Source: an optimization exercise on an open RTL-to-GDS flow (aim: small area, a short achievable clock period and few clock cycles per item). Production flows keep margins and buffers that such runs may drop.
Only simulation tests tie the RTL to the original design; equivalence was not proved.

$ cat config.mk
export PLATFORM = sky130hd
export DESIGN_NAME = le_task_unit
export DESIGN_NICKNAME = le_task_unit
export VERILOG_FILES = /design/flow/design.v
export SDC_FILE = /design/flow/constraint.sdc
export NUM_CORES = 4
export LEC_CHECK = 0
export CAP_MARGIN = 40
export CORE_MARGIN = 2
export CORE_UTILIZATION = 40
export PLACE_DENSITY = 0.55
export SLEW_MARGIN = 40
$ cat constraint.sdc
create_clock -name core_clock -period 40.0 [get_ports {clk}]
set_input_delay 8.0000 -clock core_clock [delete_from_list [all_inputs] [get_ports {clk}]]
set_output_delay 8.0000 -clock core_clock [all_outputs]
set_load 0.01 [all_outputs]
$ cat design.v
module le_task_unit (
    input  wire        clk,
    input  wire        rst,
    input  wire        start,
    input  wire [3:0]  typ,
    input  wire        en,
    input  wire        first,
    input  wire [4:0]  sh_a,
    input  wire [4:0]  sh_b,
    input  wire [4:0]  sh_c,
    input  wire [4:0]  sh_s,
    input  wire [5:0]  exp0,
    input  wire [5:0]  exp1,
    input  wire [23:0] k0,
    input  wire [23:0] k1,
    input  wire [23:0] k2,
    input  wire [23:0] k3,
    input  wire [23:0] k4,
    input  wire [23:0] k5,
    input  wire [23:0] k6,
    input  wire [23:0] k7,
    input  wire [47:0] src_a,
    input  wire [47:0] src_b,
    input  wire [47:0] src_c,
    input  wire [47:0] src_s,
    input  wire [23:0] st_out0,
    input  wire [23:0] st_out1,
    input  wire [31:0] st_w2,
    input  wire [31:0] st_w3,
    input  wire [31:0] st_w4,
    input  wire [31:0] st_w5,
    output reg         done,
    output reg  [23:0] out0,
    output reg  [23:0] out1,
    output reg  [31:0] w2_o,
    output reg  [31:0] w3_o,
    output reg  [31:0] w4_o,
    output reg  [31:0] w5_o,
    output reg         cfg_err,
    output reg         acc_sat,
    output reg         res_sat,
    output reg  [2:0]  sat_cnt
);
    localparam [3:0] T_PID = 4'h1, T_FF = 4'h2, T_BIQUAD = 4'h4, T_LIMIT = 4'h7, T_GEAR = 4'h8;
    function [23:0] sat24;
        input [25:0] v;
        begin
            if (!v[25] && v[24:23] != 2'b00)
                sat24 = 24'h7FFFFF;
            else if (v[25] && (v[24:23] != 2'b11 || v[22:0] == 23'd0))
                sat24 = 24'h800001;
            else
                sat24 = v[23:0];
        end
    endfunction
    function [25:0] sx26;
        input [23:0] v;
        begin
            sx26 = {{2{v[23]}}, v};
        end
    endfunction
    reg        busy;
    reg [2:0]  step;
    reg        ty_pid, ty_ff, ty_bq, ty_lim0, ty_lim1, ty_gear, ty_keep, ty_cfg;
    wire in_pid  = en && typ == T_PID;
    wire in_ff   = en && typ == T_FF;
    wire in_bq   = en && typ == T_BIQUAD;
    wire in_lim0 = en && typ == T_LIMIT && k5[1:0] == 2'd0;
    wire in_lim1 = en && typ == T_LIMIT && k5[1:0] == 2'd1;
    wire in_gear = en && typ == T_GEAR;
    wire in_keep = !(in_pid || in_ff || in_bq || in_lim0 || in_lim1 || in_gear);
    wire s1 = step == 3'd1;
    wire s2 = step == 3'd2;
    wire s3 = step == 3'd3;
    wire s4 = step == 3'd4;
    wire s5 = step == 3'd5;
    wire s6 = step == 3'd6;
    wire s7 = step == 3'd7;
    reg  f_first, clr_st;       
    wire [23:0] x1 = clr_st ? 24'd0 : st_w2[23:0];
    wire [23:0] x2 = clr_st ? 24'd0 : st_w3[23:0];
    wire [23:0] y1 = clr_st ? 24'd0 : st_w4[23:0];
    wire [23:0] y2 = clr_st ? 24'd0 : st_w5[23:0];
    wire [47:0] pid_i = clr_st ? 48'd0 : {st_w3[15:0], st_w2};
    reg  [24:0] kr;             
    reg  [23:0] xr;             
    reg  [57:0] acc;            
    reg  [23:0] accx;           
    reg         stk;            
    reg  [5:0]  rk;             
    reg         rse;            
    reg  [5:0]  wk;             
    wire [5:0] k_sha  = 6'd16 - {sh_a[4], sh_a};
    wire [5:0] k_pide = 6'd24 - {sh_a[4], sh_a};
    wire [5:0] k_e0   = 6'd31 - exp0;
    wire [5:0] k_e1   = 6'd31 - exp1;
    reg  [1:0]  cs;             
    reg  [47:0] cv_v;
    reg  [4:0]  cv_sh;
    wire [1:0]  csel = busy ? cs : 2'd0;
    always @(*) begin
        case (csel)
            2'd1:    begin cv_v = src_b; cv_sh = sh_b; end
            2'd2:    begin cv_v = src_s; cv_sh = sh_s; end
            default: begin cv_v = src_a; cv_sh = sh_a; end
        endcase
    end
    wire [4:0]  c_k = {cv_sh[4], ~cv_sh[3:0]};
    wire        c_neg = cv_v[47];
    wire [55:0] c_x0 = {cv_v, 8'd0};
    wire [55:0] c_y4 = c_k[4] ? {{16{c_neg}}, c_x0[55:16]} : c_x0;
    wire [41:0] c_x1 = c_y4[41:0];
    wire        c_o1 = !(&c_y4[55:41] || !(|c_y4[55:41]));
    wire        c_t1 = c_k[4] && (|c_x0[15:0]);
    wire [41:0] c_y3 = c_k[3] ? {{8{c_neg}}, c_x1[41:8]} : c_x1;
    wire [33:0] c_x2 = c_y3[33:0];
    wire        c_o2 = !(&c_y3[41:33] || !(|c_y3[41:33]));
    wire        c_t2 = c_k[3] && (|c_x1[7:0]);
    wire [33:0] c_y2 = c_k[2] ? {{4{c_neg}}, c_x2[33:4]} : c_x2;
    wire [29:0] c_x3 = c_y2[29:0];
    wire        c_o3 = !(&c_y2[33:29] || !(|c_y2[33:29]));
    wire        c_t3 = c_k[2] && (|c_x2[3:0]);
    wire [29:0] c_y1 = c_k[1] ? {{2{c_neg}}, c_x3[29:2]} : c_x3;
    wire [27:0] c_x4 = c_y1[27:0];
    wire        c_o4 = !(&c_y1[29:27] || !(|c_y1[29:27]));
    wire        c_t4 = c_k[1] && (|c_x3[1:0]);
    wire [27:0] c_y0 = c_k[0] ? {c_neg, c_x4[27:1]} : c_x4;
    wire [26:0] c_q = c_y0[26:0];                                  
    wire        c_o5 = c_y0[27] != c_y0[26];
    wire        c_t5 = c_k[0] && c_x4[0];
    wire        c_inc = c_q[0] && !(c_neg && !(c_t1 || c_t2 || c_t3 || c_t4 || c_t5));
    wire [25:0] c_m  = c_q[26:1];
    wire [25:0] c_m1 = c_m + 26'd1;
    wire        c_b0 = (!c_m[25] && c_m[24:23] != 2'b00) || (c_m[25] && (c_m[24:23] != 2'b11 || c_m[22:0] == 23'd0));
    wire        c_b1 = (!c_m[25] && (c_m[24:23] != 2'b00 || c_m[22:0] == {23{1'b1}})) ||
                       (c_m[25] && c_m[24:23] != 2'b11);
    wire        c_ovf = c_o1 || c_o2 || c_o3 || c_o4 || c_o5 || (c_inc ? c_b1 : c_b0);
    wire [23:0] cv_q = c_ovf ? (c_neg ? 24'h800001 : 24'h7FFFFF) : c_inc ? c_m1[23:0] : c_m[23:0];
    wire [57:0] rsr_v  = acc;
    wire [5:0]  rsr_k  = rk;
    wire        rsr_st = rse && stk;
    wire        r_neg = rsr_v[57];
    wire [66:0] r_x0 = {rsr_v, 9'd0};
    wire [66:0] r_y5 = rsr_k[5] ? {{32{r_neg}}, r_x0[66:32]} : r_x0;
    wire [56:0] r_x1 = r_y5[56:0];
    wire        r_o1 = !(&r_y5[66:56] || !(|r_y5[66:56]));
    wire        r_t1 = rsr_k[5] && (|r_x0[31:0]);
    wire [56:0] r_y4 = rsr_k[4] ? {{16{r_neg}}, r_x1[56:16]} : r_x1;
    wire [40:0] r_x2 = r_y4[40:0];
    wire        r_o2 = !(&r_y4[56:40] || !(|r_y4[56:40]));
    wire        r_t2 = rsr_k[4] && (|r_x1[15:0]);
    wire [40:0] r_y3 = rsr_k[3] ? {{8{r_neg}}, r_x2[40:8]} : r_x2;
    wire [32:0] r_x3 = r_y3[32:0];
    wire        r_o3 = !(&r_y3[40:32] || !(|r_y3[40:32]));
    wire        r_t3 = rsr_k[3] && (|r_x2[7:0]);
    wire [32:0] r_y2 = rsr_k[2] ? {{4{r_neg}}, r_x3[32:4]} : r_x3;
    wire [28:0] r_x4 = r_y2[28:0];
    wire        r_o4 = !(&r_y2[32:28] || !(|r_y2[32:28]));
    wire        r_t4 = rsr_k[2] && (|r_x3[3:0]);
    wire [28:0] r_y1 = rsr_k[1] ? {{2{r_neg}}, r_x4[28:2]} : r_x4;
    wire [26:0] r_x5 = r_y1[26:0];
    wire        r_o5 = !(&r_y1[28:26] || !(|r_y1[28:26]));
    wire        r_t5 = rsr_k[1] && (|r_x4[1:0]);
    wire [26:0] r_y0 = rsr_k[0] ? {r_neg, r_x5[26:1]} : r_x5;
    wire [25:0] r_q = r_y0[25:0];
    wire        r_o6 = r_y0[26] != r_y0[25];
    wire        r_t6 = rsr_k[0] && r_x5[0];
    wire        r_inc = r_q[0] && !(r_neg && !rsr_st && !(r_t1 || r_t2 || r_t3 || r_t4 || r_t5 || r_t6));
    wire [24:0] r_m  = r_q[25:1];
    wire [24:0] r_m1 = r_m + 25'd1;
    wire        r_b0 = (!r_m[24] && r_m[23] != 1'b0) || (r_m[24] && (r_m[23] != 1'b1 || r_m[22:0] == 23'd0));
    wire        r_b1 = (!r_m[24] && (r_m[23] != 1'b0 || r_m[22:0] == {23{1'b1}})) ||
                       (r_m[24] && r_m[23] != 1'b1);
    wire        rsr_ovf = r_o1 || r_o2 || r_o3 || r_o4 || r_o5 || r_o6 || (r_inc ? r_b1 : r_b0);
    wire [23:0] rsr_q = rsr_ovf ? (r_neg ? 24'h800001 : 24'h7FFFFF) : r_inc ? r_m1[23:0] : r_m[23:0];
    reg  [1:0] n_cs;
    reg  [5:0] n_rk;
    reg        n_rse;
    always @(*) begin
        n_cs  = 2'd2;
        n_rk  = k_e0;
        n_rse = 1'b0;
        if (!busy) begin
            if (in_ff || in_lim1) n_cs = 2'd1;
            if (in_pid) begin n_rk = k_pide; n_rse = 1'b1; end
        end else begin
            if (ty_gear && s3) n_rk = k_sha;
            if (ty_pid && s4)  n_rk = k_e1;
        end
    end
    wire        p_neg = (kr[24] ^ xr[23]) && (|kr) && (|xr);     
    wire        c_rnd = wk[5] && wk != 6'd32;                      
    wire [4:0]  c_pos = wk[4:0] - 5'd1;                            
    wire [30:0] c_one = 31'd1 << c_pos;
    wire [30:0] c_msk = ~({31{1'b1}} << c_pos);
    wire [30:0] c_pid = !c_rnd ? 31'd0 : p_neg ? c_msk : c_one;
    wire sel_acc = (ty_ff && s2) || (ty_bq && (s2 || s3 || s4 || s5));
    wire sel_hi  = ty_gear && s2;
    wire sel_pid = ty_pid && s3;
    wire [49:0] m_add = sel_acc ? {{2{acc[47]}}, acc[47:0]} :
                        sel_hi  ? {{26{acc[47]}}, acc[47:24]} :
                        sel_pid ? {19'd0, c_pid} : 50'd0;
    wire [25:0] mb_x = {xr[23], xr, 1'b0};
    wire [26:0] ma_2 = {kr[24], kr, 1'b0};
    wire [26:0] ma_1 = {{2{kr[24]}}, kr};
    wire [49:0] mrow [0:11];
    wire [11:0] mneg;
    genvar gi;
    generate
        for (gi = 0; gi < 12; gi = gi + 1) begin : g_booth
            wire bb0 = mb_x[2*gi], bb1 = mb_x[2*gi+1], bb2 = mb_x[2*gi+2];
            wire one = bb0 ^ bb1;
            wire two = (bb2 & ~bb1 & ~bb0) | (~bb2 & bb1 & bb0);
            wire ng  = bb2 & ~(bb1 & bb0);
            wire [26:0] pm = (({27{one}} & ma_1) | ({27{two}} & ma_2)) ^ {27{ng}};
            assign mrow[gi] = {23'd0, ~pm[26], pm[25:0]} << (2*gi);
            assign mneg[gi] = ng;
        end
    endgenerate
    localparam [49:0] MK_C = 50'h2AAAAAC000000;        
    wire [49:0] mnrow = {27'd0, mneg[11], 1'b0, mneg[10], 1'b0, mneg[9], 1'b0, mneg[8], 1'b0,
                         mneg[7], 1'b0, mneg[6], 1'b0, mneg[5], 1'b0, mneg[4], 1'b0, mneg[3], 1'b0, mneg[2], 1'b0,
                         mneg[1], 1'b0, mneg[0]};
    wire [49:0] m_sum = mrow[0] + mrow[1] + mrow[2] + mrow[3] + mrow[4] + mrow[5] + mrow[6] + mrow[7] +
                        mrow[8] + mrow[9] + mrow[10] + mrow[11] + mnrow + m_add + MK_C;
    wire        m_hi = !m_sum[49] && (m_sum[48:47] != 2'b00);
    wire        m_lo = m_sum[49] && (m_sum[48:47] != 2'b11 || m_sum[46:0] == 47'd0);
    wire        m_ovf = m_hi || m_lo;
    wire [47:0] m_next = m_hi ? 48'h7FFF_FFFF_FFFF : m_lo ? 48'h8000_0000_0001 : m_sum[47:0];
    wire [57:0] m_acc = {{10{m_next[47]}}, m_next};
    wire        w_neg = acc[47];
    wire [79:0] w_x0 = {acc[47:0], accx, 8'd0};
    wire [79:0] w_x1 = wk[5] ? {{32{w_neg}}, w_x0[79:32]} : w_x0;
    wire [79:0] w_x2 = wk[4] ? {{16{w_neg}}, w_x1[79:16]} : w_x1;
    wire [79:0] w_y3 = wk[3] ? {{8{w_neg}}, w_x2[79:8]} : w_x2;
    wire [72:0] w_x3 = w_y3[72:0];
    wire        w_o3 = !(&w_y3[79:72] || !(|w_y3[79:72]));
    wire [72:0] w_y2 = wk[2] ? {{4{w_neg}}, w_x3[72:4]} : w_x3;
    wire [68:0] w_x4 = w_y2[68:0];
    wire        w_o4 = !(&w_y2[72:68] || !(|w_y2[72:68]));
    wire [68:0] w_y1 = wk[1] ? {{2{w_neg}}, w_x4[68:2]} : w_x4;
    wire [66:0] w_x5 = w_y1[66:0];
    wire        w_o5 = !(&w_y1[68:66] || !(|w_y1[68:66]));
    wire [66:0] w_y0 = wk[0] ? {w_neg, w_x5[66:1]} : w_x5;
    wire [65:0] ws_f = w_y0[65:0];
    wire        w_o6 = w_y0[66] != w_y0[65];
    wire        ws_ovf = w_o3 || w_o4 || w_o5 || w_o6;
    wire [48:0] p_dab = {src_a[47], src_a} - {src_b[47], src_b};
    wire [4:0]  p_csh = sh_c + 5'd16;
    wire signed [78:0] p_y = $signed({{31{src_c[47]}}, src_c}) <<< p_csh;
    wire [70:0] p_y8 = p_y[78:8];
    wire        p_stk = |p_y[7:0];
    wire        p_yov = !(&p_y8[70:59] || !(|p_y8[70:59]));
    wire [59:0] p_yc = p_yov ? (p_y8[70] ? {1'b1, 59'd0} : {1'b0, {59{1'b1}}}) : p_y8[59:0];
    wire [60:0] p_sum = {{4{p_dab[48]}}, p_dab, 8'd0} + {p_yc[59], p_yc};
    wire        p_sov = !(&p_sum[60:57] || !(|p_sum[60:57]));
    wire [57:0] p_x = p_sov ? (p_sum[60] ? {1'b1, 56'd0, 1'b1} : {1'b0, {57{1'b1}}}) : p_sum[57:0];
    wire [49:0] i_ie = ws_ovf ? (w_neg ? {1'b1, 49'd0} : {1'b0, {49{1'b1}}}) :
                       (!(&ws_f[65:49] || !(|ws_f[65:49])) ? (ws_f[65] ? {1'b1, 49'd0} : {1'b0, {49{1'b1}}})
                                                          : ws_f[49:0]);
    wire [47:0] i_lo = {k6, 24'd0};
    wire [47:0] i_hi = {k7, 24'd0};
    wire signed [50:0] i_sum = $signed({{3{pid_i[47]}}, pid_i}) + $signed({i_ie[49], i_ie});
    wire        lim_bad = $signed(k6) > $signed(k7);
    wire signed [50:0] i_held = {w3_o[18:0], w2_o};
    wire [47:0] i_new = lim_bad ? 48'd0 :
                        (i_held < $signed({{3{i_lo[47]}}, i_lo})) ? i_lo :
                        (i_held > $signed({{3{i_hi[47]}}, i_hi})) ? i_hi : i_held[47:0];
    wire [47:0] ri_i = i_new;
    wire [48:0] ri_t = {ri_i[47], ri_i} + 49'h80_0000 - {48'd0, ri_i[47]};
    wire [25:0] ri = {ri_t[48], ri_t[48:24]};
    wire [67:0] g_r = {{2{ws_f[65]}}, ws_f} - {{20{src_b[47]}}, src_b} -
                      (f_first ? 68'd0 : {{4{st_w3[31]}}, st_w3, st_w2});
    wire        g_vneg = ws_ovf ? w_neg : g_r[67];
    wire        g_fits = !ws_ovf && (&g_r[67:63] || !(|g_r[67:63]));
    wire [63:0] g_d0 = f_first ? g_r[63:0] : {st_w3, st_w2};
    wire [67:0] g_dd = g_r;
    wire        g_dbig = !(&g_dd[67:49] || !(|g_dd[67:49]));
    wire [49:0] g_dsat = g_dd[67] ? {1'b1, 49'd0} : {1'b0, {49{1'b1}}};
    wire [49:0] g_vsat = g_vneg ? {1'b1, 49'd0} : {1'b0, {49{1'b1}}};
    wire [49:0] g_diff = f_first ? (g_fits ? 50'd0 : g_vsat) :
                         ws_ovf ? g_vsat :
                         g_dbig ? g_dsat : g_dd[49:0];
    wire [23:0] lx = sat24(sx26(xr[23:0]) + sx26(out0));         
    wire signed [25:0] lim_prev = {{2{st_w2[23]}}, st_w2[23:0]};
    wire signed [25:0] lim_pa = lim_prev + $signed(sx26(k2));
    wire signed [25:0] lim_pb = lim_prev - $signed(sx26(k2));
    wire signed [25:0] lim_up = k2[23] ? lim_pb : lim_pa;
    wire signed [25:0] lim_dn = k2[23] ? lim_pa : lim_pb;
    wire        lim_rate = k2 != 24'd0 && !f_first;
    wire signed [25:0] lim_k0 = $signed(sx26(k0));
    wire signed [25:0] lim_k1 = $signed(sx26(k1));
    wire signed [25:0] lim_l0 = !lim_rate ? lim_k0 : (lim_k0 < lim_dn) ? lim_dn : (lim_k0 > lim_up) ? lim_up : lim_k0;
    wire signed [25:0] lim_h0 = !lim_rate ? lim_k1 : (lim_k1 < lim_dn) ? lim_dn : (lim_k1 > lim_up) ? lim_up : lim_k1;
    wire signed [25:0] lim_l1 = ($signed(k0) > $signed(k1)) ? lim_h0 : lim_l0;
    wire signed [23:0] lim_l  = acc[47:24];
    wire signed [23:0] lim_h  = acc[23:0];
    wire [23:0] lim_out = ($signed(lx) < lim_l) ? lim_l : ($signed(lx) > lim_h) ? lim_h : lx;
    wire [23:0] l1x = sat24(sx26(out0) + sx26(out1));              
    wire [23:0] lim_abs = l1x[23] ? -l1x : l1x;
    wire [23:0] lim_split0 = ($signed(lim_abs) > $signed(k1)) ? k1 : lim_abs;
    wire [23:0] lim_k3 = (k3 == 24'h800000) ? 24'h800001 : k3;    
    wire [23:0] e_reg = w5_o[23:0];
    wire        ra_ep = ty_pid && s1;
    wire        ra_d  = ty_pid && s3;
    wire        ra_sd = ty_pid && s5;
    wire        ra_ri = ty_pid && s6;
    wire        ra_k3 = ty_lim1;
    wire [23:0] ra_sy1 = (y1 == 24'h800000) ? 24'h800001 : y1;     
    reg  [25:0] rop;
    wire [25:0] n_rop = !busy ? sx26((first && in_pid) ? 24'd0 : st_w5[23:0]) :
                        (ty_pid && s2) ? sx26(y1) : (ty_pid && s4) ? sx26(ra_sy1) :
                        (ty_pid && s5) ? ri : sx26(lim_k3);
    wire [25:0] ra_op = (ra_ep || ra_d || ra_sd || ra_ri || ra_k3) ? rop : sx26(out0);
    wire        ra_sub = ra_ep || ra_d || (ra_k3 && l1x[23]);
    wire [25:0] ra_sum = sx26(rsr_q) + (ra_sub ? ~ra_op : ra_op) + {25'd0, ra_sub};
    wire [23:0] rsr_s = sat24(ra_sum);
    wire [23:0] pid_o2 = sat24(sx26(out1) + sx26(w4_o[23:0]));
    wire [23:0] pid_o3 = sat24(sx26(pid_o2) + sx26(out0));
    wire fin = busy && ((ty_keep && s1) || (ty_lim0 && s2) || (ty_ff && s3) || (ty_lim1 && s3) ||
                        (ty_gear && s4) || (ty_bq && s6) || (ty_pid && s7));
    always @(posedge clk) begin
        if (rst) begin
            busy <= 1'b0;
            step <= 3'd0;
            done <= 1'b0;
        end else begin
            done <= fin;
            if (!busy) begin
                busy <= start;
                step <= 3'd1;
            end else begin
                step <= step + 3'd1;
                if (fin) busy <= 1'b0;
            end
        end
    end
    always @(posedge clk) begin
        cs  <= n_cs;
        rk  <= n_rk;
        rop <= n_rop;
        rse <= n_rse;
        if (!busy) begin
            ty_pid  <= in_pid;
            ty_ff   <= in_ff;
            ty_bq   <= in_bq;
            ty_lim0 <= in_lim0;
            ty_lim1 <= in_lim1;
            ty_gear <= in_gear;
            ty_keep <= in_keep;
            ty_cfg  <= en;
            wk      <= k_e0;
            f_first <= first;
            clr_st  <= first && (in_pid || in_bq);
            xr      <= in_gear ? k0 : cv_q;
            kr      <= in_gear ? {1'b0, src_a[23:0]} : {k0[23], k0};
            acc     <= p_x;
            stk     <= p_stk;
            w2_o    <= {8'd0, cv_q};
            cfg_err <= 1'b0;
            acc_sat <= 1'b0;
            res_sat <= 1'b0;
            sat_cnt <= 3'd0;
        end else begin
            if (ty_ff) begin
                if (s1) begin
                    acc <= m_acc;
                    xr  <= cv_q;
                    kr  <= {k1[23], k1};
                end
                if (s2) begin
                    acc  <= m_acc;
                    out0 <= cv_q;
                    if (m_ovf) begin acc_sat <= 1'b1; sat_cnt <= sat_cnt + 3'd1; end
                end
                if (s3) begin
                    out0 <= rsr_s;
                    if (rsr_ovf) begin res_sat <= 1'b1; sat_cnt <= sat_cnt + 3'd1; end
                end
            end
            if (ty_bq) begin
                if (s1) begin
                    acc <= m_acc;
                    kr  <= {k1[23], k1};
                    xr  <= x1;
                end
                if (s2 || s3 || s4 || s5) begin
                    acc <= m_acc;
                    if (m_ovf) begin acc_sat <= 1'b1; sat_cnt <= sat_cnt + 3'd1; end
                end
                if (s2) begin kr <= {k2[23], k2}; xr <= x2; end
                if (s3) begin kr <= -{k3[23], k3}; xr <= y1; end
                if (s4) begin kr <= -{k4[23], k4}; xr <= y2; end
                if (s5) out0 <= cv_q;
                if (s6) begin
                    w4_o <= {8'd0, rsr_q};
                    out0 <= rsr_s;
                    w3_o <= {8'd0, x1};
                    w5_o <= {8'd0, y1};
                    if (rsr_ovf) begin res_sat <= 1'b1; sat_cnt <= sat_cnt + 3'd1; end
                end
            end
            if (ty_lim0) begin
                if (s1) begin
                    out0 <= cv_q;
                    acc  <= {10'd0, lim_l1[23:0], lim_h0[23:0]};
                end
                if (s2) begin
                    out0 <= lim_out;
                    w2_o <= {8'd0, lim_out};
                end
            end
            if (ty_lim1) begin
                if (s1) begin
                    out0 <= xr[23:0];
                    xr   <= cv_q;
                    kr   <= {k4[23], k4};
                end
                if (s2) begin
                    acc  <= m_acc;
                    out1 <= cv_q;
                end
                if (s3) begin
                    out0 <= lim_split0;
                    out1 <= rsr_s;
                    if (rsr_ovf) begin res_sat <= 1'b1; sat_cnt <= sat_cnt + 3'd1; end
                end
            end
            if (ty_pid) begin
                if (s1) begin
                    w5_o <= {8'd0, rsr_q};
                    xr   <= rsr_s;
                    kr   <= {k2[23], k2};
                end
                if (s2) begin
                    acc  <= m_acc;
                    kr   <= {k1[23], k1};
                    xr   <= e_reg;
                    out0 <= cv_q;
                end
                if (s3) begin
                    xr   <= rsr_s;
                    kr   <= {k3[23], k3};
                    acc  <= m_acc;
                    accx <= (c_rnd && p_neg) ? 24'hFFFFFF : 24'd0;
                    if (rsr_ovf) begin res_sat <= 1'b1; sat_cnt <= sat_cnt + 3'd1; end
                end
                if (s4) begin
                    w2_o    <= i_sum[31:0];
                    w3_o    <= {13'd0, i_sum[50:32]};
                    acc     <= m_acc;
                    kr      <= {k0[23], k0};
                    xr      <= e_reg;
                end
                if (s5) begin
                    w2_o    <= i_new[31:0];
                    w3_o    <= {16'd0, i_new[47:32]};
                    cfg_err <= lim_bad;
                    w4_o <= {8'd0, rsr_s};
                    acc  <= m_acc;
                    if (rsr_ovf) begin res_sat <= 1'b1; sat_cnt <= sat_cnt + 3'd1; end
                end
                if (s6) begin
                    out1 <= rsr_s;
                    if (rsr_ovf) begin res_sat <= 1'b1; sat_cnt <= sat_cnt + 3'd1; end
                end
                if (s7) out0 <= pid_o3;
            end
            if (ty_gear) begin
                if (s1) begin
                    acc  <= m_acc;
                    kr   <= {src_a[47], src_a[47:24]};
                    out0 <= cv_q;
                end
                if (s2) begin
                    acc  <= m_acc;
                    accx <= acc[23:0];
                end
                if (s3) begin
                    acc  <= {{8{g_diff[49]}}, g_diff};
                    w2_o <= g_d0[31:0];
                    w3_o <= g_d0[63:32];
                end
                if (s4) out0 <= rsr_s;
            end
            if (fin) begin
                if (ty_keep) begin
                    out0    <= st_out0;
                    cfg_err <= ty_cfg;
                end
                if (!ty_lim1) out1 <= st_out1;
                if (ty_keep || ty_ff || ty_lim1) w2_o <= st_w2;
                if (ty_keep || ty_ff || ty_lim0 || ty_lim1) w3_o <= st_w3;
                if (ty_keep || ty_ff || ty_lim0 || ty_lim1 || ty_gear) begin
                    w4_o <= st_w4;
                    w5_o <= st_w5;
                end
            end
        end
    end
endmodule
$ cat run.sh
#!/bin/bash
# synth_recipe.tcl (not shown) runs the flow's synth.tcl, then flattens the netlist and writes it again
# the make line also repeats each setting of config.mk as NAME=value (left out here)
make -C /OpenROAD-flow-scripts/flow DESIGN_CONFIG=/design/flow/config.mk WORK_HOME=/design/flow/orfs CLKGATE_MAP_FILE= SYNTH_SCRIPT=/design/flow/synth_recipe.tcl finish
==> results.json, run 1 <==
{
  "status": "finished clean",
  "cts_resized": 0,
  "fin_util_pct": 46.0,
  "dieArea_sq_um": 267000,
  "cp-start-kind": "input port",
  "drc": 0,
  "syn_to_final_growth_pct": 14.5,
  "cts_root_buf": "clkbuf_16",
  "ant_nets": 0,
  "cts_num_sinks": 369,
  "grt_pass1_vias": 116917,
  "fin_crit_sh_pct": 45.6,
  "layout-drive-gt1-share_pct": 8.62,
  "routabilityCongestion": 1.15,
  "synth_enable_flop_cells": 185,
  "maxSlewViolCount": 0,
  "fp.dieW_um": 517,
  "cts_max_path_buffers": 3,
  "num_io_pins": 784,
  "finalSetupTns_ps": 0,
  "grt_use_total_pct": 51.2,
  "yosys-top-cells-count": "1575 x nand2_1, 1362 x a21oi_1, 1199 x o21ai_0, 1196 x nor2_1, 979 x ha_1",
  "grt_max_degree": 122,
  "rows": 188,
  "htree_num_levels": 2,
  "final_nets": 16926,
  "synth_area_leaders": "ha_1 12%, a21oi_1 6.5%, o21ai_0 5.7%",
  "synth_area_sq_um": 105000,
  "drv_cap": 0,
  "cp_max_fo": 29,
  "dp_hpwl_mm": 565,
  "avgRoutedWirePerCell_um": 38.3,
  "r2r_slack_ps": 26730,
  "finalSetupViolCount": 0,
  "yosysMostFrequentCell": "nand2_1",
  "grt_pass1_wl_mm": 960,
  "yosys_warnings": 1,
  "cpPeakStageDelay_ps": 670,
  "core_sq_um": 262000,
  "ys_seq_area_share_pct": 8.79,
  "critPathArrivalTime_ps": 18830,
  "yosysTopAreaCellShare_pct": 11.7,
  "start_util_pct": 40.1,
  "clk_pin_slew_ps": 70,
  "wl_mm": 716,
  "critPathKind": "input port to register",
  "crit_slowest_cell": "o31ai_1",
  "avgSynthCellArea_sq_um": 7.10,
  "drtIter0Drc": 20414,
  "rsz0062_at_grt": "no",
  "max_freq_mhz": 54.9,
  "place_area_sq_um": 118000,
  "antenna_found_initial": 130,
  "crit_required_ps": 40610,
  "fill_cells": 27610,
  "port_buffers": 761,
  "ys.flop_type": "edfxtp_1",
  "drt-vias-per-instance": 6.98,
  "synth_top_area_cell": "ha_1",
  "clk_latency_ps": 810,
  "ctsHoldBuffers": 0,
  "vias": 130608,
  "critPathCaptureType": "register",
  "hold_path.class": "register to register",
  "tightestPinTransition_ps": 1120,
  "synthArstFlopShare_pct": 0,
  "slew_headroom_pct": 25.2,
  "grt-ovfl-total": 0,
  "fin_area_sq_um": 120000,
  "first_pass_iters": 10,
  "post_cts_buffers": 0,
  "finalHoldViolations": 0,
  "ys_ff_latch": 369,
  "fin_skew_ps": 111,
  "synth_nets": 16679,
  "layout_min_cycle_time_ps": 18220,
  "synthCells": 14803,
  "cpMostUsedCell": "o21ai_0",
  "cts_buffers": 55,
  "synth.distinct_cells": 114,
  "cts_tree": "done",
  "die_h_um": 517
}
-- per-stage QoR --
stage | cells | hold slack [ps] | setup slack (ps)
2_1_floorplan | 14803 | 454 | 24360
3_3_place_gp | 18491 | 436 | 20570
3_5_place_dp | 18500 | 445 | 21390
4_1_cts | 18604 | 456 | 22100
5_1_grt | 18621 | 487 | 21250
6_report | 18702 | 455 | 21780
-- layer usage --
metal  routed length [um]  global-route usage, %  share of wire (%)  vias up
li1                     -                      -                  -    55109
met2               285000                   72.6                 40    10348
met3                96800                   20.3                 14     2823
met4                74000                   43.0                 10       76
met5                  826                  0.703               0.12        -
met1               259000                   60.1                 36    62252
-- final timing paths --
path,startpoint,to,cells past startpoint
hold reg to reg,acc_sat$_SDFF_PN0_,acc_sat$_SDFF_PN0_,2
setup / recovery,src_b[1],acc[47]$_DFF_P_,40
hold / removal,acc_sat$_SDFF_PN0_,acc_sat$_SDFF_PN0_,2
setup reg to reg,step[0]$_SDFF_PP0_,acc[33]$_DFF_P_,36
-- cell usage in the layout, fill, tap and decap left out, types with 78 or more instances in the layout --
| cell | n |
|---|---|
| a22oi_1 | 407 |
| and3_1 | 106 |
| nand3_1 | 259 |
| mux2i_1 | 419 |
| and2_1 | 82 |
| xnor2_1 | 443 |
| nor2_1 | 1169 |
| a21oi_1 | 1335 |
| nand4_1 | 129 |
| nor3_1 | 276 |
| nor4_1 | 94 |
| a221oi_1 | 81 |
| mux4_2 | 101 |
| ha_1 | 975 |
| a211oi_1 | 254 |
| nor2b_1 | 201 |
| a31oi_1 | 170 |
| o21ai_0 | 1162 |
| fa_1 | 296 |
| mux2_2 | 140 |
| buf_4 | 506 |
| nand2b_1 | 166 |
| o221ai_1 | 97 |
| nand2_1 | 1561 |
| diode_2 | 90 |
| o21a_1 | 168 |
| or3_1 | 83 |
| o22ai_1 | 165 |
| edfxtp_1 | 185 |
| dfxtp_1 | 173 |
| o211ai_1 | 210 |
| inv_1 | 769 |
| xor2_1 | 340 |
| o21bai_1 | 78 |
| a21o_1 | 347 |
| clkdlybuf4s50_1 | 737 |
-- critical path, delay by kind of cell --
| kind | cells | cell delay [ps] |
|---|---|---|
| and+or+nand+nor | 10 | 2030 |
| xor gates and xnor gates | 1 | 190 |
| AOI/OAI and AO/OA | 22 | 6320 |
| adders and majority gates | 2 | 660 |
| buffers and inverters | 5 | 1570 |
-- layout make-up --
cell class                 instances  area [sq um]  area share (%)
antenna                           90           225           0.187
clock buffer                      64          1450            1.21
clock inverter                    40           494           0.411
inverter                         785          2950            2.45
multi-input combinational      12551         90000            74.8
sequential                       369          9260            7.70
tap                             3515          4400            3.65
timing repair buffer            1288         11600            9.61
-- logic make-up (layout without fill, tap and decap cells) --
logic type / count (synthesis) / count (layout) / synth area share, %
xor gates and xnor gates: 839 / 839 / 6.99
other: 1 / 91 / 0.00357
and+or+nand+nor: 4421 / 4421 / 19.4
muxes: 672 / 672 / 7.78
DFF: 369 / 369 / 8.79
AOI/OAI and AO/OA: 5338 / 5338 / 32.8
adders and majority gates: 1280 / 1280 / 17.3
buffers and inverters: 1883 / 2177 / 6.92
-- state kept, by name (all words and copies together), names as in the netlist, 2 cells and up --
signal   cells
w3_o        32
out0        24
rop         25
w2_o        32
kr          25
acc         58
step         3
rk           6
out1        24
w5_o        32
wk           6
xr          24
sat_cnt      3
accx        24
cs           2
w4_o        32
Testbench counts, summed over its fixed seeds: cycles 39,136, items 6,400.
==> inputs of run 2 (changes only) <==
--- a/design.v
+++ b/design.v
@@ -85,5 +85,6 @@
     reg  [24:0] kr;             
     reg  [23:0] xr;             
-    reg  [57:0] acc;            
+    reg  [60:0] acc;            
+    reg  [60:0] acc2;           
     reg  [23:0] accx;           
     reg         stk;            
@@ -137,12 +138,12 @@
     wire        c_ovf = c_o1 || c_o2 || c_o3 || c_o4 || c_o5 || (c_inc ? c_b1 : c_b0);
     wire [23:0] cv_q = c_ovf ? (c_neg ? 24'h800001 : 24'h7FFFFF) : c_inc ? c_m1[23:0] : c_m[23:0];
-    wire [57:0] rsr_v  = acc;
+    wire [60:0] rsr_v  = rse ? acc + acc2 : acc;
     wire [5:0]  rsr_k  = rk;
     wire        rsr_st = rse && stk;
-    wire        r_neg = rsr_v[57];
-    wire [66:0] r_x0 = {rsr_v, 9'd0};
-    wire [66:0] r_y5 = rsr_k[5] ? {{32{r_neg}}, r_x0[66:32]} : r_x0;
+    wire        r_neg = rsr_v[60];
+    wire [69:0] r_x0 = {rsr_v, 9'd0};
+    wire [69:0] r_y5 = rsr_k[5] ? {{32{r_neg}}, r_x0[69:32]} : r_x0;
     wire [56:0] r_x1 = r_y5[56:0];
-    wire        r_o1 = !(&r_y5[66:56] || !(|r_y5[66:56]));
+    wire        r_o1 = !(&r_y5[69:56] || !(|r_y5[69:56]));
     wire        r_t1 = rsr_k[5] && (|r_x0[31:0]);
     wire [56:0] r_y4 = rsr_k[4] ? {{16{r_neg}}, r_x1[56:16]} : r_x1;
@@ -228,5 +229,5 @@
     wire        m_ovf = m_hi || m_lo;
     wire [47:0] m_next = m_hi ? 48'h7FFF_FFFF_FFFF : m_lo ? 48'h8000_0000_0001 : m_sum[47:0];
-    wire [57:0] m_acc = {{10{m_next[47]}}, m_next};
+    wire [60:0] m_acc = {{13{m_next[47]}}, m_next};
     wire        w_neg = acc[47];
     wire [79:0] w_x0 = {acc[47:0], accx, 8'd0};
@@ -246,5 +247,4 @@
     wire        w_o6 = w_y0[66] != w_y0[65];
     wire        ws_ovf = w_o3 || w_o4 || w_o5 || w_o6;
-    wire [48:0] p_dab = {src_a[47], src_a} - {src_b[47], src_b};
     wire [4:0]  p_csh = sh_c + 5'd16;
     wire signed [78:0] p_y = $signed({{31{src_c[47]}}, src_c}) <<< p_csh;
@@ -253,7 +253,9 @@
     wire        p_yov = !(&p_y8[70:59] || !(|p_y8[70:59]));
     wire [59:0] p_yc = p_yov ? (p_y8[70] ? {1'b1, 59'd0} : {1'b0, {59{1'b1}}}) : p_y8[59:0];
-    wire [60:0] p_sum = {{4{p_dab[48]}}, p_dab, 8'd0} + {p_yc[59], p_yc};
-    wire        p_sov = !(&p_sum[60:57] || !(|p_sum[60:57]));
-    wire [57:0] p_x = p_sov ? (p_sum[60] ? {1'b1, 56'd0, 1'b1} : {1'b0, {57{1'b1}}}) : p_sum[57:0];
+    wire [60:0] p_ta = {{5{src_a[47]}}, src_a, 8'd0};
+    wire [60:0] p_tb = ~{{5{src_b[47]}}, src_b, 8'd0};
+    wire [60:0] p_tc = {p_yc[59], p_yc};
+    wire [60:0] p_s  = p_ta ^ p_tb ^ p_tc;
+    wire [60:0] p_cv = {(p_ta[59:0] & p_tb[59:0]) | (p_ta[59:0] & p_tc[59:0]) | (p_tb[59:0] & p_tc[59:0]), 1'b1};
     wire [49:0] i_ie = ws_ovf ? (w_neg ? {1'b1, 49'd0} : {1'b0, {49{1'b1}}}) :
                        (!(&ws_f[65:49] || !(|ws_f[65:49])) ? (ws_f[65] ? {1'b1, 49'd0} : {1'b0, {49{1'b1}}})
@@ -267,9 +269,11 @@
                         (i_held < $signed({{3{i_lo[47]}}, i_lo})) ? i_lo :
                         (i_held > $signed({{3{i_hi[47]}}, i_hi})) ? i_hi : i_held[47:0];
-    wire [47:0] ri_i = i_new;
+    wire [47:0] ri_i = i_held[47:0];
     wire [48:0] ri_t = {ri_i[47], ri_i} + 49'h80_0000 - {48'd0, ri_i[47]};
-    wire [25:0] ri = {ri_t[48], ri_t[48:24]};
-    wire [67:0] g_r = {{2{ws_f[65]}}, ws_f} - {{20{src_b[47]}}, src_b} -
-                      (f_first ? 68'd0 : {{4{st_w3[31]}}, st_w3, st_w2});
+    wire [25:0] ri = lim_bad ? 26'd0 :
+                     (i_held < $signed({{3{i_lo[47]}}, i_lo})) ? sx26(k6) :
+                     (i_held > $signed({{3{i_hi[47]}}, i_hi})) ? sx26(k7) : {ri_t[48], ri_t[48:24]};
+    wire [64:0] g_bd = {{17{src_b[47]}}, src_b} + (f_first ? 65'd0 : {st_w3[31], st_w3, st_w2});
+    wire [67:0] g_r = {{2{ws_f[65]}}, ws_f} - {{3{out1[0]}}, out1[0], w5_o, w4_o};
     wire        g_vneg = ws_ovf ? w_neg : g_r[67];
     wire        g_fits = !ws_ovf && (&g_r[67:63] || !(|g_r[67:63]));
@@ -286,6 +290,8 @@
     wire signed [25:0] lim_pa = lim_prev + $signed(sx26(k2));
     wire signed [25:0] lim_pb = lim_prev - $signed(sx26(k2));
-    wire signed [25:0] lim_up = k2[23] ? lim_pb : lim_pa;
-    wire signed [25:0] lim_dn = k2[23] ? lim_pa : lim_pb;
+    wire signed [25:0] lim_up0 = k2[23] ? lim_pb : lim_pa;
+    wire signed [25:0] lim_dn0 = k2[23] ? lim_pa : lim_pb;
+    wire signed [25:0] lim_up = w4_o[25:0];                       
+    wire signed [25:0] lim_dn = w5_o[25:0];
     wire        lim_rate = k2 != 24'd0 && !f_first;
     wire signed [25:0] lim_k0 = $signed(sx26(k0));
@@ -355,7 +361,10 @@
             xr      <= in_gear ? k0 : cv_q;
             kr      <= in_gear ? {1'b0, src_a[23:0]} : {k0[23], k0};
-            acc     <= p_x;
+            acc     <= p_s;
+            acc2    <= p_cv;
             stk     <= p_stk;
             w2_o    <= {8'd0, cv_q};
+            w4_o    <= {6'd0, lim_up0};
+            w5_o    <= {6'd0, lim_dn0};
             cfg_err <= 1'b0;
             acc_sat <= 1'b0;
@@ -404,5 +413,5 @@
                 if (s1) begin
                     out0 <= cv_q;
-                    acc  <= {10'd0, lim_l1[23:0], lim_h0[23:0]};
+                    acc  <= {13'd0, lim_l1[23:0], lim_h0[23:0]};
                 end
                 if (s2) begin
@@ -472,4 +481,7 @@
                     kr   <= {src_a[47], src_a[47:24]};
                     out0 <= cv_q;
+                    w4_o <= g_bd[31:0];
+                    w5_o <= g_bd[63:32];
+                    out1 <= {23'd0, g_bd[64]};
                 end
                 if (s2) begin
@@ -478,5 +490,5 @@
                 end
                 if (s3) begin
-                    acc  <= {{8{g_diff[49]}}, g_diff};
+                    acc  <= {{11{g_diff[49]}}, g_diff};
                     w2_o <= g_d0[31:0];
                     w3_o <= g_d0[63:32];
==> run 2 against run 1 <==
  * Die area increased by 1.7%
  * Non-clock buffer count increased by 98
  * Sequential cell count increased by 63
  * Critical path depth decreased by 9
  * Final cell count increased by 2.9%
  * Highest routed layer unchanged
  * Wire length increased by 14%
  * First-iteration DRC count increased by 29%
  * Critical endpoint is now out1[0]$_DFFE_PP_
  * Global-route usage increased by 6.0 points
  * Still clean
==> results.json, run 2 <==
{
  "worstReg2RegStart": "acc[27]$_DFF_P_",
  "cpPeakStageDelay_ps": 610,
  "hold_path.class": "register to register",
  "cts_tree": "done",
  "status": "finished clean",
  "drtIter0Drc": 26365,
  "cts_num_sinks": 432,
  "synth_top_area_cell": "ha_1",
  "yosysMostFrequentCell": "nand2_1",
  "crit_family": "compound AO/OA/AOI/OAI gates",
  "post_cts_buffers": 0,
  "cpMostUsedCell": "o21ai_0",
  "path_buf_inv": 5,
  "die_h_um": 521,
  "grt_use_total_pct": 57.2,
  "finalSetupViolCount": 0,
  "ctsHoldBuffers": 0,
  "fin_skew_ps": 146,
  "maxSlewViolCount": 0,
  "start_util_pct": 40.2,
  "ant_nets": 0,
  "grt_pass1_wl_mm": 1070,
  "rows": 189,
  "final_common_cell": "nand2_1",
  "htree_num_levels": 3,
  "worstReg2RegEnd": "out0[12]$_DFFE_PP_",
  "ys_seq_area_share_pct": 9.79,
  "critPathKind": "input port to register",
  "yosys_warnings": 1,
  "vias": 139761,
  "largest_register_ff_count": 61,
  "slew_headroom_pct": 25.7,
  "holdPathStages": 2,
  "cts_resized": 0,
  "drv_cap": 0,
  "yosysTopAreaCellShare_pct": 11.1,
  "layout-drive-gt1-share_pct": 8.16,
  "dieArea_sq_um": 271000,
  "clk_latency_ps": 910,
  "grt_pass1_vias": 122165,
  "syn_to_final_growth_pct": 15.7,
  "largest_register": "acc",
  "layout_min_cycle_time_ps": 16350,
  "dp_hpwl_mm": 644,
  "critPathArrivalTime_ps": 17060,
  "crit_required_ps": 40710,
  "r2r_cells": 47,
  "fp.dieW_um": 521,
  "grt_max_degree": 105,
  "routabilityCongestion": 1.18,
  "synth_nets": 16986,
  "drc": 0,
  "avgSynthCellArea_sq_um": 7.08,
  "cts_buffers": 71,
  "tightestPinTransition_ps": 1110,
  "first_pass_iters": 14,
  "synth.distinct_cells": 121,
  "antenna_found_initial": 158,
  "avgRoutedWirePerCell_um": 42.3,
  "cp_max_fo": 6,
  "max_freq_mhz": 61.2,
  "grt-ovfl-total": 0,
  "synthArstFlopShare_pct": 0,
  "cp-start-kind": "input port",
  "worstHoldStart": "res_sat$_SDFF_PN0_",
  "mostFrequentLayoutCells": "1519 x nand2_1, 1411 x a21oi_1, 1264 x o21ai_0, 1218 x nor2_1, 948 x ha_1",
  "finalHoldViolations": 0,
  "top_regs": "acc x61, acc2 x60",
  "finalSetupTns_ps": 0,
  "num_io_pins": 784,
  "synth_area_leaders": "ha_1 11%, a21oi_1 6.7%, fa_1 6.5%",
  "synth_area_sq_um": 107000,
  "r2r_slack_ps": 24380,
  "final_nets": 17378,
  "critPathCaptureType": "register",
  "yosys-top-cells-count": "1530 x nand2_1, 1439 x a21oi_1, 1323 x o21ai_0, 1249 x nor2_1, 951 x ha_1",
  "rsz0062_at_grt": "no",
  "synth_enable_flop_cells": 181,
  "hold_end": "res_sat$_SDFF_PN0_",
  "crit_slowest_cell": "o21ai_0",
  "drt-vias-per-instance": 7.26,
  "clk_pin_slew_ps": 60,
  "fin_crit_sh_pct": 40.9,
  "port_buffers": 761,
  "wl_mm": 814,
  "ys.flop_type": "dfxtp_1",
  "ys_ff_latch": 432,
  "cts_max_path_buffers": 4,
  "synthCells": 15087,
  "cts_root_buf": "clkbuf_16",
  "core_sq_um": 266000
}
## run 2: changes by cell type after synthesis, sizes merged, moves of 52 or more
cell / before / now
mux2: 141 / 82
o21ai: 1252 / 1380
inv: 779 / 896
nor2: 1197 / 1252
dfxtp: 184 / 251
a211oi: 281 / 228
a221oi: 84 / 141
nor2b: 210 / 262
a21o: 347 / 225
a21oi: 1370 / 1446
xor2: 365 / 296
o211ai: 210 / 271
## run 2: cells by family after synthesis
| family | share of synthesized area [%] |
|---|---|
| AO/OA/AOI/OAI | 33.7 |
| other | 0.00351 |
| adder cells (fa/ha/maj) | 17.7 |
| flip-flops | 9.79 |
| AND/OR/NAND/NOR | 19.5 |
| buffers and inverters | 7.00 |
| XOR/XNOR | 6.26 |
| multiplexers | 5.99 |
## run 2: worst max path at each step
stage	end	depth (start not counted)	from	slack (ps)
floorplan	out0[16]$_DFFE_PP_	27	sh_b[3]	26220
global placement	out1[0]$_DFFE_PP_	30	st_w2[0]	22670
detailed placement	out1[0]$_DFFE_PP_	31	st_w2[0]	23340
CTS	out1[0]$_DFFE_PP_	31	st_w2[0]	24190
global route	out1[0]$_DFFE_PP_	31	st_w2[0]	23510
finish	out1[0]$_DFFE_PP_	31	st_w2[0]	23650
## run 2: layer usage
metal / vias to the layer above / global-route usage [%] / part of all wire (%)
met2: 12835 / 74.5 / 37
met3: 3528 / 27.8 / 16
met1: 66709 / 66.8 / 35
met5: - / 5.93 / 0.36
met4: 64 / 53.7 / 12
li1: 56625 / - / -
## run 2: cell type report
class / instances / area, sq um
Clock inverter: 27 / 256
Fill cell: 27805 / 142000
Antenna cell: 177 / 443
Timing Repair Buffer: 1386 / 12400
Sequential cell: 432 / 10500
Multi-Input combinational cell: 12683 / 90300
Inverter: 905 / 3410
Tap cell: 3533 / 4420
Clock buffer: 96 / 2020
## run 2: per-stage QoR
step / util [%] / instance area [sq um] / hold WS [ps] / setup slack (ps) / instances
floorplan: - / 107000 / 461 / 26220 / 15087
CTS: 46.3 / 123000 / 448 / 24190 / 19053
detailed placement: 45.4 / 121000 / 441 / 23340 / 18930
global route: 46.5 / 123000 / 508 / 23510 / 19127
finish: 46.6 / 124000 / 450 / 23650 / 19239
global placement: 45.2 / 120000 / 435 / 22670 / 18918
## run 2: worst register-to-register path: cells and delay by family, from the launching register on
family / cells / cell delay [ps]
AOI/OAI and AO/OA: 25 / 7480
adders and majority gates: 3 / 1340
buffers and inverters: 6 / 1470
DFF: 1 / 300
muxes: 3 / 1250
and+or+nand+nor: 10 / 3490
Testbench counts of run 2, summed over its fixed seeds: cycles 39,136, items 6,400.
==> inputs of run 3 (changes only) <==
--- a/design.v
+++ b/design.v
@@ -87,5 +87,4 @@
     reg  [60:0] acc;            
     reg  [60:0] acc2;           
-    reg  [23:0] accx;           
     reg         stk;            
     reg  [5:0]  rk;             
@@ -231,5 +230,5 @@
     wire [60:0] m_acc = {{13{m_next[47]}}, m_next};
     wire        w_neg = acc[47];
-    wire [79:0] w_x0 = {acc[47:0], accx, 8'd0};
+    wire [79:0] w_x0 = {acc[47:0], out1, 8'd0};
     wire [79:0] w_x1 = wk[5] ? {{32{w_neg}}, w_x0[79:32]} : w_x0;
     wire [79:0] w_x2 = wk[4] ? {{16{w_neg}}, w_x1[79:16]} : w_x1;
@@ -275,5 +274,5 @@
                      (i_held > $signed({{3{i_hi[47]}}, i_hi})) ? sx26(k7) : {ri_t[48], ri_t[48:24]};
     wire [64:0] g_bd = {{17{src_b[47]}}, src_b} + (f_first ? 65'd0 : {st_w3[31], st_w3, st_w2});
-    wire [67:0] g_r = {{2{ws_f[65]}}, ws_f} - {{3{out1[0]}}, out1[0], w5_o, w4_o};
+    wire [67:0] g_r = {{2{ws_f[65]}}, ws_f} - {{3{w3_o[0]}}, w3_o[0], w5_o, w4_o};
     wire        g_vneg = ws_ovf ? w_neg : g_r[67];
     wire        g_fits = !ws_ovf && (&g_r[67:63] || !(|g_r[67:63]));
@@ -452,5 +451,5 @@
                     kr   <= {k3[23], k3};
                     acc  <= m_acc;
-                    accx <= (c_rnd && p_neg) ? 24'hFFFFFF : 24'd0;
+                    out1 <= (c_rnd && p_neg) ? 24'hFFFFFF : 24'd0;
                     if (rsr_ovf) begin res_sat <= 1'b1; sat_cnt <= sat_cnt + 3'd1; end
                 end
@@ -483,9 +482,9 @@
                     w4_o <= g_bd[31:0];
                     w5_o <= g_bd[63:32];
-                    out1 <= {23'd0, g_bd[64]};
+                    w3_o <= {31'd0, g_bd[64]};
                 end
                 if (s2) begin
                     acc  <= m_acc;
-                    accx <= acc[23:0];
+                    out1 <= acc[23:0];
                 end
                 if (s3) begin
--- a/config.mk
+++ b/config.mk
@@ -6,4 +6,5 @@
 export NUM_CORES = 4
 export LEC_CHECK = 0
+export ABC_AREA = 1
 export CAP_MARGIN = 40
 export CORE_MARGIN = 2
==> run 3 against run 2 <==
  * Still clean
  * Maximum frequency is 2.9% higher
  * Area after synthesis is 0.69% higher
  * Design area hardly changed
  * Count of clock-buffer cells in the layout is 10 lower
  * Critical path type unchanged
==> results.json, run 3 <==
{
  "maxSlewViolCount": 0,
  "first_pass_iters": 16,
  "synth_nets": 19811,
  "cts_tree": "done",
  "status": "finished clean",
  "synth.distinct_cells": 87,
  "final_nets": 20147,
  "largest_register": "acc",
  "path_buf_inv": 7,
  "synth_compound_area_share_pct": 27.5,
  "final_common_cell": "nand2_1",
  "avgRoutedWirePerCell_um": 41.3,
  "yosys_warnings": 1,
  "cts_buffers": 66,
  "drtIter0Drc": 31053,
  "clk_pin_slew_ps": 60,
  "synthCells": 17912,
  "ys.flop_type": "dfxtp_1",
  "synth_top_family_by_area": "compound AO/OA/AOI/OAI gates",
  "finalSetupTns_ps": 0,
  "grt_max_degree": 117,
  "routabilityCongestion": 1.22,
  "tightestPinTransition_ps": 1200,
  "grt-ovfl-total": 0,
  "slew_headroom_pct": 19.5,
  "fin_util_pct": 46.2,
  "max_freq_mhz": 62.9,
  "cp_max_fo": 4,
  "cts_max_path_buffers": 3,
  "post-place-ws_ps": 24130,
  "multi_input_area_sq_um": 86000,
  "crit_slowest_cell": "clkdlybuf4s50_1",
  "cp-start-kind": "input port",
  "cts_num_sinks": 408,
  "ys_seq_area_share_pct": 9.05,
  "top_regs": "acc x61, acc2 x60",
  "fin_skew_ps": 88.6,
  "rows": 190,
  "regArea_sq_um": 9770,
  "fin_area_sq_um": 124000,
  "fill_cells": 28755,
  "num_io_pins": 784,
  "place_area_sq_um": 120000,
  "ys_ff_latch": 408,
  "yosysMostFrequentCell": "nand2_1",
  "core_sq_um": 268000,
  "cts_root_buf": "clkbuf_16",
  "layout-drive-gt1-share_pct": 6.29,
  "layout_min_cycle_time_ps": 15890,
  "yosys.area_share.simple_pct": 26.8,
  "grt_pass1_wl_mm": 1180,
  "hold_path.class": "register to register",
  "syn_to_final_growth_pct": 14.9,
  "cts_resized": 0,
  "drt-vias-per-instance": 7.00,
  "post_cts_buffers": 0,
  "port_buffers": 761,
  "worst_slack_ps": 24110,
  "synth_enable_flop_cells": 157,
  "dp_hpwl_mm": 723,
  "critPathKind": "input port to register",
  "wl_mm": 915,
  "synthArstFlopShare_pct": 0,
  "fp.dieW_um": 523,
  "antenna_found_initial": 235,
  "ant_nets": 0,
  "mostFrequentLayoutCells": "4258 x nand2_1, 2098 x inv_1, 1706 x o21ai_0, 1427 x a21oi_1, 1063 x nand3_1",
  "synth-adder-area-share_pct": 17.5,
  "dieArea_sq_um": 273000,
  "synth_area_leaders": "nand2_1 15%, ha_1 11%, o21ai_0 8.3%",
  "start_util_pct": 40.2,
  "finalHoldViolations": 0,
  "ctsHoldBuffers": 0,
  "critPathCaptureType": "register",
  "htree_num_levels": 3,
  "finalSetupViolCount": 0,
  "drc": 0,
  "vias": 154998,
  "cpPeakStageDelay_ps": 980,
  "crit_family": "compound AO/OA/AOI/OAI gates",
  "rsz0062_at_grt": "no",
  "die_h_um": 523,
  "grt_pass1_vias": 132476,
  "synth-xor-area-share_pct": 6.08,
  "drv_cap": 0,
  "clk_latency_ps": 850,
  "yosysTopAreaCellShare_pct": 14.9,
  "critPathArrivalTime_ps": 16570,
  "crit_required_ps": 40680,
  "cpMostUsedCell": "nand2_1",
  "yosys-top-cells-count": "4269 x nand2_1, 2137 x inv_1, 1783 x o21ai_0, 1435 x a21oi_1, 1065 x nand3_1",
  "synthMuxAreaShare_pct": 1.31,
  "largest_register_ff_count": 61,
  "synth_top_area_cell": "nand2_1",
  "fin_crit_sh_pct": 39.7,
  "grt_use_total_pct": 64.0,
  "synth_area_sq_um": 108000,
  "avgSynthCellArea_sq_um": 6.01
}
-- run 3: metrics by stage --
step                      hold WS (ps)  instances
after CTS                          512      21839
after detailed placement           498      21717
after global routing               564      21925
after floorplan                    458      17912
after global placement             473      21696
final                              510      22129
-- run 3: area by class of cell --
cell class	count	area share (%)
Clock inverter	36	0.375
Clock buffer	86	1.54
Tap cell	3552	3.59
Inverter	2259	6.89
Antenna cell	275	0.557
Sequential cell	408	7.90
Timing Repair Buffer	1305	9.55
Multi-Input combinational cell	14208	69.6
-- run 3: tightest hold or removal path, delay by kind of cell, from the launching register on --
family	cells	cell delay [ps]
compound gates	1	90
flops	1	330
buf+inv	1	50
-- run 3: cell families after synthesis --
kind of cell,count (synthesis)
XOR/XNOR,747
multiplexers,140
AO/OA/AOI/OAI,5072
other,1
flip-flops,408
AND/OR/NAND/NOR,6950
adder cells (fa/ha/maj),1298
buffers and inverters,3296
-- run 3: per-layer routing --
layer | vias up | GRT usage, % | wire length, um
li1 | 61904 | - | -
met1 | 71954 | 70.9 | 311000
met2 | 16076 | 79.9 | 323000
met3 | 4974 | 40.6 | 164000
met4 | 90 | 61.0 | 114000
met5 | - | 11.2 | 3240
-- run 3: path summary, 6_finish.rpt --
path                                       start  slack, ps  cells past startpoint                 end
worst min register to register  ty_cfg$_DFFE_PN_        510                      2  cfg_err$_SDFF_PN0_
worst max-delay path                    st_w2[4]      24110                     37    w5_o[22]$_DFF_P_
worst min-delay path            ty_cfg$_DFFE_PN_        510                      2  cfg_err$_SDFF_PN0_
worst max register to register   acc[18]$_DFF_P_      25680                     66   out0[2]$_DFFE_PP_
Testbench counts of run 3, summed over its fixed seeds: cycles 39,136, items 6,400.

-- static timing again, ports no longer ideal --
Ports are ideal in the flow. The routed layouts listed here were re-timed in OpenROAD. Step 1: set_driving_cell puts a clkbuf_16 on clk and a buf_2 on each other input, an assumption about the parent block. Step 2 moves the port delays by t, midway between the first and last clock arrival at a register: inputs arrive t later, outputs are due t later. That takes back most of the time a late clock gives input paths. a / b / c = ideal / step 1 / step 2; a / b = the first two.
run	t, ns	slack for setup (ns)	worst setup path after step 2	slew at the worst register clock pin (ns)	cell pins on the clock port's net
run 1	0.863	21.779 / 21.860 / 20.997	input to register	0.08 / 0.08	1
run 2	0.942	23.653 / 23.734 / 22.792	input to register	0.08 / 0.08	1
run 3	0.934	24.113 / 24.209 / 23.275	input to register	0.09 / 0.09	1
After both steps every run listed still meets setup and hold. For run 2, which loses most, drivers alone change the setup slack by +0.081 ns; drivers and shift together by -0.861 ns.
